Source: an optimization exercise on an open RTL-to-GDS flow (aim: small area, a short achievable clock period and few clock cycles per item). Production flows keep margins and buffers that such runs may drop. At most, simulation tests tie the RTL to the original design; equivalence was not proved. No functional check of the RTL was part of runs 2 and 3.

==> flow/design.v, too long to show whole: its modules and the start of the top module <==
// module loop_pv: 1289 lines
module loop_pv (
    input  wire         clk,
    input  wire         rst,
    input  wire [511:0] coef_c,
    input  wire [79:0]  coef_s,
    input  wire [1:0]   bq_en,
    input  wire [30:0]  ilim,
    input  wire [31:0]  fe_max,
    input  wire         start,
    input  wire         pos_en,
    input  wire [63:0]  p_set,      
    input  wire [63:0]  pos_fb,     
    input  wire [63:0]  v_set,      
    input  wire [63:0]  a_set,      
    input  wire [31:0]  v_fb,       
    output wire         ready,
    output reg          done,
    output reg  [31:0]  ep,
    output reg  [31:0]  vref,
    output wire [31:0]  iqref,
    output reg          sat,
    output reg          sat_evt,
    output reg          fe
);
  // ...
==> flow/run.sh <==
#!/bin/bash
# synth_recipe.tcl (not shown) runs the flow's synth.tcl, then flattens the netlist and writes it again
# the make line also repeats each setting of config.mk as NAME=value (left out here)
make -C /OpenROAD-flow-scripts/flow DESIGN_CONFIG=/design/flow/config.mk WORK_HOME=/design/flow/orfs CLKGATE_MAP_FILE= SYNTH_SCRIPT=/design/flow/synth_recipe.tcl finish
==> flow/config.mk <==
export PLATFORM = sky130hd
export DESIGN_NAME = loop_pv
export DESIGN_NICKNAME = loop_pv
export VERILOG_FILES = /design/flow/design.v
export SDC_FILE = /design/flow/constraint.sdc
export NUM_CORES = 4
export LEC_CHECK = 0
export ABC_AREA = 1
export CAP_MARGIN = 20
export CORE_MARGIN = 2
export CORE_UTILIZATION = 40
export SLEW_MARGIN = 20
==> flow/constraint.sdc <==
create_clock -name core_clock -period 50.0 [get_ports {clk}]
set_input_delay 10.0000 -clock core_clock [delete_from_list [all_inputs] [get_ports {clk}]]
set_output_delay 10.0000 -clock core_clock [all_outputs]
set_load 0.01 [all_outputs]
==> impl_metrics.py, run 1 <==
metrics = {
    "status": {
        "outcome": "complete, no violations",
    },
    "cells_and_area": {
        "sh_seq_area": 0.173,
        "final_core_util": 0.472,
        "syn2layout_area_growth_pct": 17.5,
        "largest_class": "multi-input combinational cells",
        "clock_area_frac": 0.0322,
        "clock_buffers": 134,
        "final_common_cell": "nand2_1",
        "seq_cell_count": 823,
    },
    "critical_path": {
        "cp_slowest_cell": "nor3_1",
        "crit_required_ns": 50.67,
        "critPathLaunchType": "input pin",
        "cp-startpoint": "start",
        "path_class": "input pin to flip-flop",
    },
    "place": {
        "place_ws_ns": 32.29,
        "place_area_um2": 105000,
    },
    "floorplanning": {
        "fp-row-count": 176,
    },
    "clocking": {
        "cts_resized": 0,
        "cts_hold_buf": 0,
        "cts_root_buf": "clkbuf_16",
        "clk_latency_ns": 0.78,
    },
    "route": {
        "wl_met2_um": 189000,
    },
    "synth": {
        "synthAdderAreaFrac": 0.152,
    },
    "global_routing": {
        "use_met2": 0.544,
    },
}
Testbench counts, summed over its fixed seeds: cycles 104,970, items 8,000.
==> inputs of run 2 (changes only) <==
--- a/flow/design.v
+++ b/flow/design.v
@@ -8,102 +8,124 @@
     input  wire [31:0]  fe_max,
     input  wire         start,
     input  wire         pos_en,
     input  wire [63:0]  p_set,      
     input  wire [63:0]  pos_fb,     
     input  wire [63:0]  v_set,      
     input  wire [63:0]  a_set,      
     input  wire [31:0]  v_fb,       
-    output wire         ready,
+    output reg          ready,
     output reg          done,
     output reg  [31:0]  ep,
     output reg  [31:0]  vref,
     output wire [31:0]  iqref,
     output reg          sat,
     output reg          sat_evt,
     output reg          fe
 );
-    localparam [4:0] T_POS  = 5'd0,    
-                     T_VFF  = 5'd1,    
-                     T_VW   = 5'd2,
-                     T_KIV  = 5'd3,    
-                     T_KPV  = 5'd4,    
-                     T_KAFF = 5'd5,    
-                     T_AWT  = 5'd6,
-                     T_B0   = 5'd7,    
-                     T_B0W  = 5'd12,
-                     T_B1   = 5'd13,   
-                     T_B1W  = 5'd18,
-                     T_AW   = 5'd19;   
+    localparam [4:0] T_POS = 5'd0,     
+                     T_VFF = 5'd1,     
+                     T_KIV = 5'd2,     
+                     T_KPV = 5'd3,     
+                     T_AFF = 5'd4,     
+                     T_AW  = 5'd5,     
+                     T_Q0  = 5'd6,     
+                     T_Q1  = 5'd11,    
+                     T_NOP = 5'd31;
+    localparam [2:0] F_NONE = 3'd0,    
+                     F_POS  = 3'd1,    
+                     F_VFF  = 3'd2,    
+                     F_W1   = 3'd3,    
+                     F_W2   = 3'd4;    
     localparam signed [63:0] MAX64 = 64'sh7FFF_FFFF_FFFF_FFFF;
     localparam signed [63:0] MIN64 = -64'sh7FFF_FFFF_FFFF_FFFF - 64'sd1;
     localparam signed [31:0] MAX32 = 32'sh7FFF_FFFF;
     localparam signed [31:0] MIN32 = -32'sh7FFF_FFFF - 32'sd1;
-    reg         busy;         
     reg  [4:0]  t;            
-    reg         v2;           
     reg  [4:0]  t2;           
-    reg  signed [31:0] ep_in;
-    reg  signed [31:0] vs;
-    reg  signed [31:0] acs;
-    reg  signed [31:0] vfb;
-    reg  signed [63:0] i_int;
+    reg  [4:0]  bs;           
+    reg  [2:0]  fs;           
+    reg         opb;          
+    reg         cv;           
+    reg         pe;           
+    reg  [1:0]  bqe;          
+    reg  [63:0] pr;           
+    reg  [63:0] fr;           
+    reg  [28:0] vsr;          
+    reg  [32:0] acr;          
+    reg  [31:0] vfb;
+    reg  [32:0] acs_h;        
+    reg  signed [31:0] ep_c;  
+    reg  signed [64:0] i_int;     
     reg  signed [31:0] vcorr;
     reg  signed [31:0] x1_0, x2_0, y1_0, y2_0;
     reg  signed [31:0] x1_1, x2_1, y1_1, y2_1;
-    reg  signed [63:0] acc;
-    reg  signed [31:0] ev;
+    reg  signed [64:0] acc;       
+    reg  signed [31:0] vr;        
     reg  signed [31:0] u;         
-    reg  signed [31:0] ilim_r;
+    reg  [30:0] ilim_r;
     reg  signed [31:0] mc;
     reg         [4:0]  ms;
     reg  signed [64:0] prod;
     reg         [4:0]  ms2;
-    assign ready = !busy || (t == T_AW);
     assign iqref = u;
     wire take = start && ready;
-    wire signed [63:0] dpos    = p_set - pos_fb;
-    wire signed [64:0] dpos_r  = {dpos[63], dpos} + 65'sd8388608;             
-    wire signed [40:0] ep_w    = dpos_r[64:24];
-    wire signed [28:0] vs_w    = {v_set[63], v_set[63:36]} + {28'd0, v_set[35]};
-    wire signed [32:0] acs_w   = {a_set[63], a_set[63:32]} + {32'd0, a_set[31]};
-    wire signed [31:0] ep_cv  = (ep_w[40:31] == {10{ep_w[40]}}) ? ep_w[31:0] :
-                                (ep_w[40] ? MIN32 : MAX32);
-    wire signed [31:0] vs_cv  = {{3{vs_w[28]}}, vs_w};
-    wire signed [31:0] acs_cv = (acs_w[32] == acs_w[31]) ? acs_w[31:0] :
-                                (acs_w[32] ? MIN32 : MAX32);
-    wire signed [32:0] d_hi  = {2'b00, ilim_r[30:0]} - {u[31], u};     
-    wire signed [32:0] d_lo  = -{2'b00, ilim_r[30:0]} - {u[31], u};    
-    wire               c_hi  = d_hi[32];                         
-    wire               c_lo  = !d_lo[32] && (d_lo != 33'sd0);    
-    wire signed [32:0] aw_x  = c_hi ? d_hi : c_lo ? d_lo : 33'sd0;
-    wire signed [31:0] iq    = c_hi ? ilim_r : c_lo ? -ilim_r : u;
-    reg  signed [31:0] mxs;
-    reg                mx_aw;
+    wire [63:0] dpos;
+    bk_add #(64) a_dpos (.a(pr), .b(~fr), .ci(1'b1), .s(dpos), .co());
+    wire [40:0] ep_w;
+    bk_add #(41) a_epw (.a({dpos[63], dpos[63:24]}), .b(41'd0), .ci(dpos[23]), .s(ep_w), .co());
+    wire signed [31:0] ep_cv = (ep_w[40:31] == {10{ep_w[40]}}) ? ep_w[31:0] :
+                               (ep_w[40] ? MIN32 : MAX32);
+    wire [32:0] ep_abs;
+    bk_add #(33) a_epabs (.a({33{ep_c[31]}} ^ {ep_c[31], ep_c}), .b(33'd0), .ci(ep_c[31]),
+                          .s(ep_abs), .co());
+    wire [32:0] fe_d;
+    bk_add #(33) a_fe (.a({1'b0, fe_max}), .b(~ep_abs), .ci(1'b1), .s(fe_d), .co());
+    wire fe_n = (fe_max != 32'd0) && fe_d[32];       
+    wire [28:0] vs_w;
+    bk_add #(29) a_vs (.a({vsr[28], vsr[28:1]}), .b(29'd0), .ci(vsr[0]), .s(vs_w), .co());
+    wire signed [31:0] vs = {{3{vs_w[28]}}, vs_w};
+    wire [32:0] acs_w;
+    bk_add #(33) a_acs (.a({acs_h[32], acs_h[32:1]}), .b(33'd0), .ci(acs_h[0]), .s(acs_w), .co());
+    wire signed [31:0] acs = (acs_w[32] == acs_w[31]) ? acs_w[31:0] :
+                             (acs_w[32] ? MIN32 : MAX32);
+    wire [32:0] ev_w;
+    bk_add #(33) a_ev (.a({vr[31], vr}), .b(~{vfb[31], vfb}), .ci(1'b1), .s(ev_w), .co());
+    wire signed [31:0] ev = (ev_w[32] == ev_w[31]) ? ev_w[31:0] :
+                            (ev_w[32] ? MIN32 : MAX32);
+    wire [31:0] nilim;                                    
+    bk_add #(32) a_nil (.a(~{1'b0, ilim_r}), .b(32'd0), .ci(1'b1), .s(nilim), .co());
+    wire [32:0] d_hi;                                     
+    bk_add #(33) a_dhi (.a({2'b00, ilim_r}), .b(~{u[31], u}), .ci(1'b1), .s(d_hi), .co());
+    wire [32:0] e_lo, d_lo;                               
+    bk_add2 #(33) a_dlo (.a({nilim[31], nilim}), .b(~{u[31], u}), .s0(e_lo), .s1(d_lo));
+    wire        c_hi = d_hi[32];                          
+    wire        c_lo = !e_lo[32];                         
+    wire [32:0] aw_x = c_hi ? d_hi : c_lo ? d_lo : 33'd0;
+    wire [31:0] iq   = c_hi ? {1'b0, ilim_r} : c_lo ? nilim : u;
+    reg  signed [32:0] mx;
     always @* begin
-        mx_aw = 1'b0;
         case (t)
-            T_POS:          mxs = ep_in;
-            T_VFF:          mxs = vs;
-            T_KIV, T_KPV:   mxs = ev;
-            T_KAFF:         mxs = acs;
-            5'd8:           mxs = x1_0;
-            5'd9:           mxs = x2_0;
-            5'd10:          mxs = y1_0;
-            5'd11:          mxs = y2_0;
-            5'd14:          mxs = x1_1;
-            5'd15:          mxs = x2_1;
-            5'd16:          mxs = y1_1;
-            5'd17:          mxs = y2_1;
-            T_AW:  begin    mxs = 32'sd0;  mx_aw = 1'b1; end
-            default:        mxs = u;        
+            T_POS:         mx = {ep_c[31], ep_c};
+            T_VFF:         mx = {vs[31], vs};
+            T_KIV, T_KPV:  mx = {ev[31], ev};
+            T_AFF:         mx = {acs[31], acs};
+            T_AW:          mx = aw_x;
+            5'd7:          mx = {x1_0[31], x1_0};
+            5'd8:          mx = {x2_0[31], x2_0};
+            5'd9:          mx = {y1_0[31], y1_0};
+            5'd10:         mx = {y2_0[31], y2_0};
+            5'd12:         mx = {x1_1[31], x1_1};
+            5'd13:         mx = {x2_1[31], x2_1};
+            5'd14:         mx = {y1_1[31], y1_1};
+            5'd15:         mx = {y2_1[31], y2_1};
+            default:       mx = {u[31], u};            
         endcase
     end
-    wire signed [32:0] mx = mx_aw ? aw_x : {mxs[31], mxs};
     wire [32:0] bm_ae = {mc, 1'b0};
     wire [33:0] bm_bx = {mx[32], mx};
     wire bm_one0 = bm_ae[1] ^ bm_ae[0];
     wire bm_two0 = (bm_ae[2] & ~bm_ae[1] & ~bm_ae[0]) | (~bm_ae[2] & bm_ae[1] & bm_ae[0]);
     wire bm_neg0 = bm_ae[2];
     wire [33:0] bm_pp0 = (({34{bm_one0}} & bm_bx) | ({34{bm_two0}} & {bm_bx[32:0], 1'b0})) ^ {34{bm_neg0}};
     wire bm_one1 = bm_ae[3] ^ bm_ae[2];
     wire bm_two1 = (bm_ae[4] & ~bm_ae[3] & ~bm_ae[2]) | (~bm_ae[4] & bm_ae[3] & bm_ae[2]);
@@ -1152,138 +1174,248 @@
     wire bm_s493 = bm_s434 ^ bm_c433 ^ 1'b1;
     wire bm_c493 = (bm_s434 & bm_c433) | (bm_s434 & 1'b1) | (bm_c433 & 1'b1);
     wire bm_s494 = bm_pp15[31] ^ ~bm_pp14[33] ^ bm_c434;
     wire bm_c494 = (bm_pp15[31] & ~bm_pp14[33]) | (bm_pp15[31] & bm_c434) | (~bm_pp14[33] & bm_c434);
     wire bm_s495 = bm_pp15[32] ^ 1'b1;
     wire bm_c495 = bm_pp15[32] & 1'b1;
     wire [64:0] bm_r0 = {1'b1, bm_c495, bm_c494, bm_c493, bm_c492, bm_c491, bm_c490, bm_c489, bm_c488, bm_c487, bm_c486, bm_c485, bm_c484, bm_c483, bm_c482, bm_c481, bm_c480, bm_c479, bm_c478, bm_c477, bm_c476, bm_c475, bm_c474, bm_c473, bm_c472, bm_c471, bm_c470, bm_c469, bm_c468, bm_c467, bm_c466, bm_c465, bm_c464, bm_c463, bm_c462, bm_c461, bm_c460, bm_c459, bm_c458, bm_c457, bm_c456, bm_c455, bm_c454, bm_c453, bm_c452, bm_c451, bm_c450, bm_c449, bm_c448, bm_c447, bm_c446, bm_c445, bm_c444, bm_c443, bm_c442, bm_c441, bm_c440, bm_c439, bm_c438, bm_c437, bm_c436, bm_c435, bm_s435, bm_pp0[1], bm_pp0[0]};
     wire [64:0] bm_r1 = {1'b0, ~bm_pp15[33], bm_s495, bm_s494, bm_s493, bm_s492, bm_s491, bm_s490, bm_s489, bm_s488, bm_s487, bm_s486, bm_s485, bm_s484, bm_s483, bm_s482, bm_s481, bm_s480, bm_s479, bm_s478, bm_s477, bm_s476, bm_s475, bm_s474, bm_s473, bm_s472, bm_s471, bm_s470, bm_s469, bm_s468, bm_s467, bm_s466, bm_s465, bm_s464, bm_s463, bm_s462, bm_s461, bm_s460, bm_s459, bm_s458, bm_s457, bm_s456, bm_s455, bm_s454, bm_s453, bm_s452, bm_s451, bm_s450, bm_s449, bm_s448, bm_s447, bm_s446, bm_s445, bm_s444, bm_s443, bm_s442, bm_s441, bm_s440, bm_s439, bm_s438, bm_s437, bm_s436, bm_pp0[2], 1'b0, bm_neg0};
-    wire [64:0] prod_n = bm_r0 + bm_r1;
-    wire        [4:0]  k      = {~ms2[4], ms2[3:0]};      
-    wire        [95:0] w      = {{31{prod[64]}}, prod} << k;
-    wire               w_ovf  = ms2[4] ? 1'b0 : (w[95:79] != {17{w[95]}});
-    wire signed [63:0] tsat   = w_ovf ? (w[95] ? MIN64 : MAX64) : w[79:16];
-    wire               rbit   = w[15];
+    wire [64:0] prod_n;
+    bk_add #(65) bm_cpa (.a(bm_r0), .b(bm_r1), .ci(1'b0), .s(prod_n), .co());
+    wire        [4:0]  k    = {~ms2[4], ms2[3:0]};        
+    wire        [95:0] w    = {{31{prod[64]}}, prod} << k;
+    reg  [16:0] same;
+    integer j;
+    always @* begin
+        same[0] = 1'b1;
+        for (j = 1; j <= 16; j = j + 1)
+            same[j] = same[j-1] && (prod[64-j] == prod[64]);
+    end
+    wire        [4:0]  s1   = {1'b0, ms2[3:0]} + 5'd1;
+    wire               w_ovf = !ms2[4] && !same[s1];
+    wire signed [63:0] tsat = w_ovf ? (prod[64] ? MIN64 : MAX64) : w[79:16];
+    wire               rbit = w[15];
+    wire signed [63:0] i_int_s = (i_int[64] == i_int[63]) ? i_int[63:0] : (i_int[64] ? MIN64 : MAX64);
+    wire signed [63:0] acc_s   = (acc[64] == acc[63]) ? acc[63:0] : (acc[64] ? MIN64 : MAX64);
     reg  signed [63:0] base;
     reg                neg;
     always @* begin
         neg = 1'b0;
         case (t2)
-            T_POS:                base = 64'sd0;
-            T_VFF:                base = {{16{vcorr[31]}}, vcorr, 16'd0};
-            T_KIV, T_KPV, T_AW:   base = i_int;
-            T_B0, T_B1:           base = 64'sd0;
-            5'd10, 5'd11, 5'd16, 5'd17: begin base = acc; neg = 1'b1; end
-            default:              base = acc;
+            T_POS:                 base = 64'sd0;
+            T_VFF:                 base = {{16{vcorr[31]}}, vcorr, 16'd0};
+            T_KIV, T_KPV, T_AW:    base = i_int_s;
+            5'd6, 5'd11:           base = 64'sd0;           
+            5'd9, 5'd10, 5'd14, 5'd15: begin base = acc_s; neg = 1'b1; end
+            default:               base = acc_s;
         endcase
     end
-    wire        [63:0] opnd   = neg ? ~tsat : tsat;
-    wire               cin    = neg ? ~rbit : rbit;
-    wire signed [64:0] sum    = {base[63], base} + {opnd[63], opnd} + {64'd0, cin};
-    wire signed [63:0] acc_n  = (sum[64] == sum[63]) ? sum[63:0] : (sum[64] ? MIN64 : MAX64);
-    wire signed [48:0] y_wide = {acc_n[63], acc_n[63:16]} + {48'd0, acc_n[15]};
-    wire signed [31:0] y_n    = (y_wide[48:31] == {18{y_wide[48]}}) ? y_wide[31:0] :
-                                (y_wide[48] ? MIN32 : MAX32);
-    wire signed [32:0] ev_wide = {y_n[31], y_n} - {vfb[31], vfb};
-    wire signed [31:0] ev_n    = (ev_wide[32] == ev_wide[31]) ? ev_wide[31:0] :
-                                 (ev_wide[32] ? MIN32 : MAX32);
-    reg  [4:0] t_n;
-    reg        busy_n;
+    wire        [63:0] opnd = neg ? ~tsat : tsat;
+    wire               cin  = neg ? ~rbit : rbit;
+    wire        [64:0] sum;                                
+    bk_add #(65) a_sum (.a({base[63], base}), .b({opnd[63], opnd}), .ci(cin), .s(sum), .co());
+    wire        [49:0] y_w;
+    bk_add #(50) a_y (.a({sum[64], sum[64:16]}), .b(50'd0), .ci(sum[15]), .s(y_w), .co());
+    wire signed [31:0] y_n  = (y_w[49:31] == {19{y_w[49]}}) ? y_w[31:0] :
+                              (y_w[49] ? MIN32 : MAX32);
+    wire u_busy   = (t == T_AFF) || (t == 5'd10) || (t == 5'd15);    
+    wire front_ok = (fs == F_POS) || (fs == F_VFF);
+    reg  back_ok;
     always @* begin
-        busy_n = busy;
-        t_n    = t;
-        if (busy) begin
-            case (t)
-                T_AWT:    t_n = bq_en[0] ? T_B0 : bq_en[1] ? T_B1 : T_AW;
-                T_B0W:    t_n = bq_en[1] ? T_B1 : T_AW;
-                T_AW:     busy_n = 1'b0;
-                default:  t_n = t + 5'd1;
-            endcase
-        end
-        if (take) begin
-            busy_n = 1'b1;
-            t_n    = pos_en ? T_POS : T_VFF;
-        end
+        case (bs)
+            T_KIV:               back_ok = (fs == F_W2);
+            T_AW, 5'd6, 5'd11:   back_ok = !u_busy;
+            default:             back_ok = 1'b1;
+        endcase
     end
-    reg [3:0] ci_n;
+    wire go_front = front_ok && (bs == T_AW || !back_ok);
+    wire go_back  = !go_front && back_ok;
+    reg  [4:0] bs_n;          
+    always @* begin
+        case (bs)
+            T_AFF:   bs_n = bqe[0] ? 5'd6 : bqe[1] ? 5'd11 : T_AW;
+            5'd10:   bs_n = bqe[1] ? 5'd11 : T_AW;
+            5'd15:   bs_n = T_AW;
+            T_AW:    bs_n = T_KIV;
+            default: bs_n = bs + 5'd1;
+        endcase
+    end
+    wire [4:0] t_n = go_front ? ((fs == F_POS) ? T_POS : T_VFF) :
+                     go_back  ? bs : T_NOP;
+    reg  [3:0] ci_n;
     always @* begin
         case (t_n)
             T_POS:   ci_n = 4'd0;
             T_VFF:   ci_n = 4'd1;
             T_KIV:   ci_n = 4'd3;
             T_KPV:   ci_n = 4'd2;
-            T_KAFF:  ci_n = 4'd5;
+            T_AFF:   ci_n = 4'd5;
             T_AW:    ci_n = 4'd4;
-            5'd7, 5'd8, 5'd9, 5'd10, 5'd11:    ci_n = t_n[3:0] - 4'd1;    
-            default: ci_n = t_n[3:0] - 4'd2;                                
+            default: ci_n = t_n[3:0];
         endcase
     end
-    wire [32:0] ep_abs = ep_in[31] ? -{1'b1, ep_in} : {1'b0, ep_in};
-    wire is_bq_end2 = (t2 == 5'd11) || (t2 == 5'd17);
-    wire bq1_2      = (t2 == 5'd17);
+    wire opb_n   = take || (opb && t != T_KPV);
+    wire ready_n = !opb_n || (t_n == T_KPV);
+    wire q_end = (t2 == 5'd10) || (t2 == 5'd15);     
     always @(posedge clk) begin
         mc     <= coef_c[32*ci_n +: 32];
         ms     <= coef_s[5*ci_n +: 5];
-        ilim_r <= {1'b0, ilim};
+        ilim_r <= ilim;
+        bqe    <= bq_en;
         prod   <= prod_n;
         ms2    <= ms;
         t2     <= t;
-        if (take) begin
-            ep_in <= ep_cv;
-            vs    <= vs_cv;
-            acs   <= acs_cv;
-            vfb   <= v_fb;
+        if (!opb || t == T_KPV) begin
+            pr  <= p_set;
+            fr  <= pos_fb;
+            vsr <= v_set[63:35];
+            acr <= a_set[63:31];
+            vfb <= v_fb;
+            pe  <= pos_en;
         end
-        if (v2) begin
-            case (t2)
-                T_POS: begin
-                    vcorr <= y_n;
-                    ep    <= ep_in;
-                    fe    <= (fe_max != 32'd0) && (ep_abs > {1'b0, fe_max});
-                end
-                T_VFF: begin
-                    vref <= y_n;
-                    ev   <= ev_n;
-                end
-                T_KIV: ;
-                T_AW: begin
-                    u       <= iq;
-                    sat     <= (iq != u);
-                    sat_evt <= (iq != u) && !sat;
-                end
-                default: begin
-                    acc <= acc_n;
-                    if (t2 == T_KAFF || is_bq_end2) u <= y_n;
-                end
-            endcase
-            if (is_bq_end2) begin
-                if (bq1_2) begin
-                    x2_1 <= x1_1;  x1_1 <= u;  y2_1 <= y1_1;  y1_1 <= y_n;
-                end else begin
-                    x2_0 <= x1_0;  x1_0 <= u;  y2_0 <= y1_0;  y1_0 <= y_n;
-                end
+        if (cv) ep_c <= ep_cv;
+        if (t == T_KPV) begin
+            acs_h <= acr;
+            vref  <= vr;
+            if (pe) begin
+                ep <= ep_c;
+                fe <= fe_n;
             end
         end
+        case (t2)
+            T_POS:  vcorr <= y_n;
+            T_VFF:  vr    <= y_n;
+            T_KIV:  i_int <= sum;
+            T_AW: begin
+                i_int   <= sum;
+                u       <= iq;
+                sat     <= c_hi || c_lo;
+                sat_evt <= (c_hi || c_lo) && !sat;
+            end
+            T_NOP: ;
+            default: begin
+                acc <= sum;
+                if (t2 == T_AFF || q_end) u <= y_n;
+            end
+        endcase
+        if (t2 == 5'd10) begin
+            x2_0 <= x1_0;  x1_0 <= u;  y2_0 <= y1_0;  y1_0 <= y_n;
+        end
+        if (t2 == 5'd15) begin
+            x2_1 <= x1_1;  x1_1 <= u;  y2_1 <= y1_1;  y1_1 <= y_n;
+        end
         if (rst) begin
-            busy    <= 1'b0;
-            t       <= T_POS;
-            v2      <= 1'b0;
+            t       <= T_NOP;
+            t2      <= T_NOP;
+            bs      <= T_KIV;
+            fs      <= F_NONE;
+            opb     <= 1'b0;
+            cv      <= 1'b0;
+            ready   <= 1'b1;
             done    <= 1'b0;
             ep      <= 32'd0;
             vref    <= 32'd0;
             u       <= 32'sd0;
             sat     <= 1'b0;
             sat_evt <= 1'b0;
             fe      <= 1'b0;
-            i_int   <= 64'sd0;
+            i_int   <= 65'sd0;
             vcorr   <= 32'sd0;
             x1_0 <= 32'sd0;  x2_0 <= 32'sd0;  y1_0 <= 32'sd0;  y2_0 <= 32'sd0;
             x1_1 <= 32'sd0;  x2_1 <= 32'sd0;  y1_1 <= 32'sd0;  y2_1 <= 32'sd0;
         end else begin
-            busy <= busy_n;
-            t    <= t_n;
-            v2   <= busy && (t != T_VW) && (t != T_AWT) && (t != T_B0W) && (t != T_B1W);
-            done <= v2 && (t2 == T_AW);
-            if (v2 && (t2 == T_KIV || t2 == T_AW)) i_int <= acc_n;
+            t     <= t_n;
+            if (go_back) bs <= bs_n;
+            opb   <= opb_n;
+            cv    <= take;
+            ready <= ready_n;
+            done  <= (t2 == T_AW);
+            if (take)
+                fs <= pos_en ? F_POS : F_VFF;
+            else if (go_front)
+                fs <= (fs == F_POS) ? F_VFF : F_W1;
+            else if (fs == F_W1)
+                fs <= F_W2;
+            else if (go_back && bs == T_KIV)
+                fs <= F_NONE;
         end
     end
 endmodule
+module bk_add #(parameter N = 64) (
+    input  wire [N-1:0] a,
+    input  wire [N-1:0] b,
+    input  wire         ci,
+    output wire [N-1:0] s,
+    output wire         co
+);
+    localparam L = $clog2(N + 1);
+    wire [N:0] g [0:2*L];
+    wire [N:0] p [0:2*L];
+    assign g[0] = {a & b, ci};
+    assign p[0] = {a ^ b, 1'b0};
+    genvar l, i;
+    generate
+        for (l = 0; l < L; l = l + 1) begin : up
+            for (i = 0; i <= N; i = i + 1) begin : n
+                if ((i % (2 << l)) == (2 << l) - 1) begin : c
+                    assign g[l+1][i] = g[l][i] | (p[l][i] & g[l][i - (1 << l)]);
+                    assign p[l+1][i] = p[l][i] & p[l][i - (1 << l)];
+                end else begin : k
+                    assign g[l+1][i] = g[l][i];
+                    assign p[l+1][i] = p[l][i];
+                end
+            end
+        end
+        for (l = L - 2; l >= 0; l = l - 1) begin : dn
+            for (i = 0; i <= N; i = i + 1) begin : n
+                if ((i % (2 << l)) == (1 << l) - 1 && i >= (3 << l) - 1) begin : c
+                    assign g[2*L-1-l][i] = g[2*L-2-l][i] | (p[2*L-2-l][i] & g[2*L-2-l][i - (1 << l)]);
+                    assign p[2*L-1-l][i] = p[2*L-2-l][i] & p[2*L-2-l][i - (1 << l)];
+                end else begin : k
+                    assign g[2*L-1-l][i] = g[2*L-2-l][i];
+                    assign p[2*L-1-l][i] = p[2*L-2-l][i];
+                end
+            end
+        end
+    endgenerate
+    assign s  = p[0][N:1] ^ g[2*L-1][N-1:0];
+    assign co = g[2*L-1][N];
+endmodule
+module bk_add2 #(parameter N = 64) (
+    input  wire [N-1:0] a,
+    input  wire [N-1:0] b,
+    output wire [N-1:0] s0,
+    output wire [N-1:0] s1
+);
+    localparam L = $clog2(N + 1);
+    wire [N:0] g [0:2*L];
+    wire [N:0] p [0:2*L];
+    assign g[0] = {a & b, 1'b0};
+    assign p[0] = {a ^ b, 1'b1};
+    genvar l, i;
+    generate
+        for (l = 0; l < L; l = l + 1) begin : up
+            for (i = 0; i <= N; i = i + 1) begin : n
+                if ((i % (2 << l)) == (2 << l) - 1) begin : c
+                    assign g[l+1][i] = g[l][i] | (p[l][i] & g[l][i - (1 << l)]);
+                    assign p[l+1][i] = p[l][i] & p[l][i - (1 << l)];
+                end else begin : k
+                    assign g[l+1][i] = g[l][i];
+                    assign p[l+1][i] = p[l][i];
+                end
+            end
+        end
+        for (l = L - 2; l >= 0; l = l - 1) begin : dn
+            for (i = 0; i <= N; i = i + 1) begin : n
+                if ((i % (2 << l)) == (1 << l) - 1 && i >= (3 << l) - 1) begin : c
+                    assign g[2*L-1-l][i] = g[2*L-2-l][i] | (p[2*L-2-l][i] & g[2*L-2-l][i - (1 << l)]);
+                    assign p[2*L-1-l][i] = p[2*L-2-l][i] & p[2*L-2-l][i - (1 << l)];
+                end else begin : k
+                    assign g[2*L-1-l][i] = g[2*L-2-l][i];
+                    assign p[2*L-1-l][i] = p[2*L-2-l][i];
+                end
+            end
+        end
+    endgenerate
+    assign s0 = p[0][N:1] ^ g[2*L-1][N-1:0];
+    assign s1 = p[0][N:1] ^ (g[2*L-1][N-1:0] | p[2*L-1][N-1:0]);
+endmodule
==> impl_metrics.py, run 2 <==
metrics = {
    "synth": {
        "netlist_area_um2": 84300,
        "synthFlopType": "dfxtp_1",
        "yosys.area.top_type_share": 0.146,
        "synth-async-reset-ratio": 0,
        "synth.area.top_cells": "dfxtp_1 (15%), edfxtp_1 (14%), fa_1 (13%)",
        "synth_most_common_cell": "inv_1",
        "synthTopCellsByCount": "inv_1 (1436), nand2_1 (1253), o21ai_0 (1019), nor2_1 (816), xor2_1 (635)",
        "avgSynthCellArea_um2": 8.03,
        "ys_ff_latch": 999,
        "ys_warn_count": 9,
        "synth_edf_count": 385,
        "synth_cell_types": 78,
        "synth_top_area_cell": "dfxtp_1",
        "netlist_instances": 10491,
        "synth_nets": 12467,
        "ys_seq_area_frac": 0.283,
    },
    "critical_path": {
        "cp_max_fo": 36,
        "max_stage_delay_ns": 0.83,
        "cp_common_cell": "fa_1",
        "cp_slowest_cell": "a21oi_1",
        "cp.arrival_ns": 15.48,
        "ff2ff_path_depth": 50,
        "crit_required_ns": 50.63,
        "critPathLaunchType": "flip-flop",
        "path_class": "flip-flop to flip-flop",
        "cp-end-kind": "flip-flop",
        "reg2reg_slack_ns": 35.15,
    },
    "clocking": {
        "cts_hold_buf": 0,
        "clk_latency_ns": 0.81,
        "cts_tree": "yes",
        "cts_buffer_depth": 3,
        "cts_made_buffers": 113,
        "cts_num_sinks": 999,
        "cts_max_level": 3,
        "cts_resized": 0,
        "clk_pin_slew_ns": 0.06,
        "cts_root_buf": "clkbuf_16",
        "post-cts-setup-buffers": 0,
    },
    "global_routing": {
        "grt_max_degree": 209,
        "grt_pass1_wl_um": 573000,
        "grt_remaining_overflow": 0,
        "grt_usage": 0.368,
        "grt_antenna_before_repair": 78,
        "grt_pass1_vias": 79759,
    },
    "place": {
        "numPortBuffers": 983,
        "gp_congestion": 1.06,
        "dp_hpwl_um": 304000,
    },
    "route": {
        "ant_nets": 0,
        "vias": 82601,
        "firstDrtPassIters": 9,
        "drc": 0,
        "vias_per_cell": 5.88,
        "drt-wirelength-per-cell_um": 29.0,
        "drt_iter0_drc": 9742,
        "wl_um": 407000,
    },
    "floorplanning": {
        "die_x_um": 463,
        "boundaryPins": 1050,
        "fp-row-count": 168,
        "core_area_um2": 210000,
        "fp.dieH_um": 463,
        "initial_core_util": 0.402,
        "dieArea_um2": 214000,
    },
    "cells_and_area": {
        "final_nets": 13066,
        "final_common_cell": "inv_1",
        "top_regs": "acc: 65 flops, i_int: 65 flops, prod: 65 flops",
        "drive_above_1_share": 0.0550,
        "final_core_util": 0.482,
        "mostFrequentLayoutCells": "inv_1 (1415), nand2_1 (1248), o21ai_0 (1012)",
        "syn2layout_area_growth_pct": 19.9,
    },
    "job": {
        "cap_violations": 0,
    },
    "timing": {
        "worst_pin_slew_ns": 1.33,
        "relSlewSlack": 0.107,
        "max_freq_mhz": 67.3,
        "finalHoldViolCount": 0,
        "post-route-period-util": 0.297,
        "slew_viol_final": 0,
        "period_needed_ns": 14.85,
        "fin_skew_ns": 0.0803,
        "setup_viol_count_final": 0,
        "tns_ns": 0,
        "rsz0062_at_grt": "no",
    },
    "status": {
        "outcome": "complete, no violations",
    },
    "min_path": {
        "hold_depth": 0,
        "worst_hold_path_type": "flip-flop to flip-flop",
    },
}
## run 2: changes by cell type in the layout (fill, tap and decap cells not counted), sizes merged, moves of 213 or more
| cell | previous run | this run |
|---|---|---|
| nand3 | 804 | 228 |
| o211ai | 379 | 60 |
| o21ai | 982 | 1195 |
| a21oi | 865 | 549 |
| inv | 2372 | 1460 |
| nand2 | 3257 | 1277 |
## run 2: critical path: cells and delay by family (launching register included)
kind                     cells  cell delay (ns)
XOR/XNOR                     2             0.60
flip-flops                   1             0.40
AO/OA/AOI/OAI               15             4.50
buffers and inverters        9             2.17
AND/OR/NAND/NOR             14             2.50
adder cells (fa/ha/maj)     10             4.41
## run 2: layout make-up
cell class,instances,area [um2]
Inverter,1474,5560
Clock buffer,148,3280
Antenna cell,59,148
Sequential cell,999,23900
Multi-Input combinational cell,7320,52500
Fill cell,20394,109000
Timing Repair Buffer,1182,11400
Clock inverter,65,797
Tap cell,2805,3510
## run 2: through the flow
| stage | hold slack [ns] | area [um2] | worst slack [ns] | instances |
|---|---|---|---|---|
| 2_1_floorplan | 0.310 | 84300 | 38.72 | 10491 |
| 3_3_place_gp | 0.316 | 96600 | 35.79 | 13772 |
| 3_5_place_dp | 0.316 | 96600 | 35.63 | 13772 |
| 4_1_cts | 0.332 | 101000 | 35.62 | 13985 |
| 5_1_grt | 0.336 | 101000 | 34.51 | 14028 |
| 6_report | 0.330 | 101000 | 35.15 | 14052 |
## run 2: per-layer routing
metal,part of all wire,wire length (um),track usage
met1,0.37,152000,0.447
met2,0.43,175000,0.554
met3,0.11,46600,0.113
met4,0.082,33400,0.259
met5,0.00022,88,0
## run 2: path summary, 6_finish.rpt
| path | startpoint | to |
|---|---|---|
| worst max-delay path | u[2] | prod[44] |
| worst max register to register | u[2] | prod[44] |
| worst min-delay path | ms[2] | ms2[2] |
| worst min register to register | ms[2] | ms2[2] |
## run 2: logic make-up (layout without fill, tap and decap cells)
group | count (synthesis) | after routing | share of synthesized area
compound gates | 2834 | 2834 | 0.196
simple gates | 2559 | 2559 | 0.126
buf+inv | 2172 | 2869 | 0.0988
fa+ha+maj | 1027 | 1027 | 0.201
flops | 999 | 999 | 0.283
xor+xnor | 816 | 816 | 0.0853
mux | 84 | 84 | 0.00998
other cells | 0 | 59 | 0
==> inputs of run 3 (changes only) <==
--- a/flow/config.mk
+++ b/flow/config.mk
@@ -8,5 +8,5 @@
 export ABC_AREA = 1
 export CAP_MARGIN = 20
 export CORE_MARGIN = 2
-export CORE_UTILIZATION = 40
+export CORE_UTILIZATION = 60
 export SLEW_MARGIN = 20
==> impl_metrics.py, run 3 <==
metrics = {
    "synth": {
        "synthTopCellsByCount": "inv_1 (1436), nand2_1 (1253), o21ai_0 (1019), nor2_1 (816), xor2_1 (635)",
        "synth_nets": 12467,
        "synth_edf_count": 385,
        "synth_top_area_cell": "dfxtp_1",
        "synth_cell_types": 78,
        "netlist_instances": 10491,
        "synth_most_common_cell": "inv_1",
        "ys_seq_area_frac": 0.283,
        "yosys.area.top_type_share": 0.146,
        "ys_ff_latch": 999,
        "synth.area.top_cells": "dfxtp_1 (15%), edfxtp_1 (14%), fa_1 (13%)",
        "synth-async-reset-ratio": 0,
        "netlist_area_um2": 84300,
        "avgSynthCellArea_um2": 8.03,
        "synthFlopType": "dfxtp_1",
        "ys_warn_count": 9,
    },
    "cells_and_area": {
        "syn2layout_area_growth_pct": 18.1,
        "top_regs": "acc: 65 flops, i_int: 65 flops, prod: 65 flops",
        "drive_above_1_share": 0.0533,
        "mostFrequentLayoutCells": "inv_1 (1422), nand2_1 (1249), o21ai_0 (1003)",
        "final_nets": 13053,
        "final_common_cell": "inv_1",
        "fillers": 10784,
    },
    "critical_path": {
        "cp-end-kind": "flip-flop",
        "cp_slowest_cell": "a21oi_1",
        "critPathLaunchType": "flip-flop",
        "cp_max_fo": 57,
        "cp_common_cell": "inv_1",
        "path_class": "flip-flop to flip-flop",
        "cp.arrival_ns": 15.62,
        "cp-startpoint": "u[2]",
        "crit_required_ns": 50.61,
        "reg2reg_from": "u[2]",
        "max_stage_delay_ns": 0.90,
    },
    "route": {
        "vias_per_cell": 6.66,
        "wl_met1_um": 130000,
        "firstDrtPassIters": 10,
        "vias": 87626,
        "drt-wirelength-per-cell_um": 31.1,
        "wl_met2_um": 164000,
        "drc": 0,
        "drt_iter0_drc": 13967,
        "top_layer": "met5",
        "wl_um": 410000,
        "wl_met3_um": 64900,
        "ant_nets": 0,
    },
    "timing": {
        "tns_ns": 0,
        "worst_pin_slew_ns": 1.41,
        "fin_skew_ns": 0.0467,
        "finalHoldViolCount": 0,
        "relSlewSlack": 0.0539,
        "slew_viol_final": 0,
        "max_freq_mhz": 66.6,
        "period_needed_ns": 15.01,
        "setup_viol_count_final": 0,
        "rsz0062_at_grt": "no",
        "post-route-period-util": 0.300,
    },
    "global_routing": {
        "grt_antenna_before_repair": 102,
        "grt_remaining_overflow": 0,
        "grt_usage": 0.562,
        "grt_pass1_wl_um": 576000,
        "grt_max_degree": 212,
        "grt_pass1_vias": 83128,
    },
    "clocking": {
        "clk_latency_ns": 0.80,
        "clk_pin_slew_ns": 0.06,
        "cts_root_buf": "clkbuf_16",
        "cts_tree": "yes",
        "cts_num_sinks": 999,
        "cts_buffer_depth": 3,
        "cts_max_level": 3,
        "cts_made_buffers": 108,
        "post-cts-setup-buffers": 0,
        "cts_hold_buf": 0,
        "cts_resized": 0,
    },
    "min_path": {
        "hp-start": "ms[4]",
        "worst_hold_path_type": "flip-flop to flip-flop",
    },
    "floorplanning": {
        "fp-row-count": 137,
        "initial_core_util": 0.604,
        "fp.dieH_um": 379,
        "dieArea_um2": 143000,
        "die_x_um": 379,
        "core_area_um2": 140000,
        "boundaryPins": 1050,
    },
    "place": {
        "dp_hpwl_um": 292000,
        "numPortBuffers": 983,
        "gp_congestion": 1.10,
    },
    "status": {
        "outcome": "complete, no violations",
    },
    "job": {
        "cap_violations": 0,
    },
}
==> run 3: cell counts after synthesis <==
No cell type changed its count.
==> run 3: final cells by class <==
class | instances | area [um2] | share of cell area
clock inverters | 66 | 663 | 0.00666
flip-flops and latches | 999 | 23900 | 0.240
repair buffers | 1174 | 11400 | 0.114
clock buffers | 140 | 2980 | 0.0299
inverters | 1474 | 5560 | 0.0559
well taps | 1876 | 2350 | 0.0236
multi-input cells | 7320 | 52500 | 0.527
diodes | 116 | 290 | 0.00292
==> run 3: path summary, 6_finish.rpt <==
| check | to | slack [ns] | cells past startpoint |
|---|---|---|---|
| hold / removal | ms2[4] | 0.33 | 0 |
| setup reg to reg | prod[44] | 34.99 | 53 |
| hold reg to reg | ms2[4] | 0.33 | 0 |
| setup / recovery | prod[44] | 34.99 | 53 |
==> run 3: metrics by stage <==
step	util	hold WS (ns)	area, um2	std cells	setup slack (ns)
floorplan	-	0.310	84300	10491	38.72
global placement	0.683	0.311	95300	12829	35.89
detailed placement	0.683	0.315	95300	12830	35.84
CTS	0.709	0.328	99000	13036	35.79
global route	0.712	0.332	99400	13119	34.81
finish	0.713	0.326	99500	13165	34.99
==> run 3: metal layers <==
metal	GRT usage	vias to the layer above
met1	0.612	40982
li1	-	36447
met4	0.548	46
met3	0.278	2401
met5	0.0446	-
met2	0.778	7750
==> run 3: kinds of logic (layout without fill, tap and decap cells) <==
family | count (synthesis) | in the layout | synth area share
other | 0 | 116 | 0
xor gates and xnor gates | 816 | 816 | 0.0853
DFF | 999 | 999 | 0.283
muxes | 84 | 84 | 0.00998
and+or+nand+nor | 2559 | 2559 | 0.126
AOI/OAI and AO/OA | 2834 | 2834 | 0.196
buffers and inverters | 2172 | 2854 | 0.0988
adders and majority gates | 1027 | 1027 | 0.201
==> run 3: critical path, delay by kind of cell (launching register included) <==
family                     cells  cell delay, ns
adders and majority gates     10            4.59
AOI/OAI and AO/OA             14            4.32
and+or+nand+nor               15            2.61
buffers and inverters         12            2.10
xor gates and xnor gates       2            0.63
DFF                            1            0.48

## afterwards: timing with drivers on the ports
How much do the figures lean on ideal ports? The routed layouts below were timed once more, with nothing changed but the port constraints. Step 1 sets driving cells, clkbuf_16 on the clock port and buf_2 on the other inputs (assumed; they add their load-dependent delay and slew). Step 2 also shifts input and output timing later by t, the mid clock arrival at the registers, as if the neighbouring blocks saw the same clock. Slacks: ideal / step 1 / step 2; pairs: ideal / step 1.
| run | t (ns) | setup WS [ns] | latest minus earliest clock arrival (ns) |
|---|---|---|---|
| run 1 | 0.832 | 32.352 / 32.425 / 31.593 | 0.094 / 0.094 |
| run 2 | 0.869 | 35.151 / 35.151 / 35.151 | 0.081 / 0.081 |
| run 3 | 0.881 | 34.991 / 34.991 / 34.991 | 0.047 / 0.047 |
After both steps every run listed still meets setup and hold. The setup slack of run 1, which loses most, moves by +0.073 ns with the drivers and by -0.759 ns with both steps.
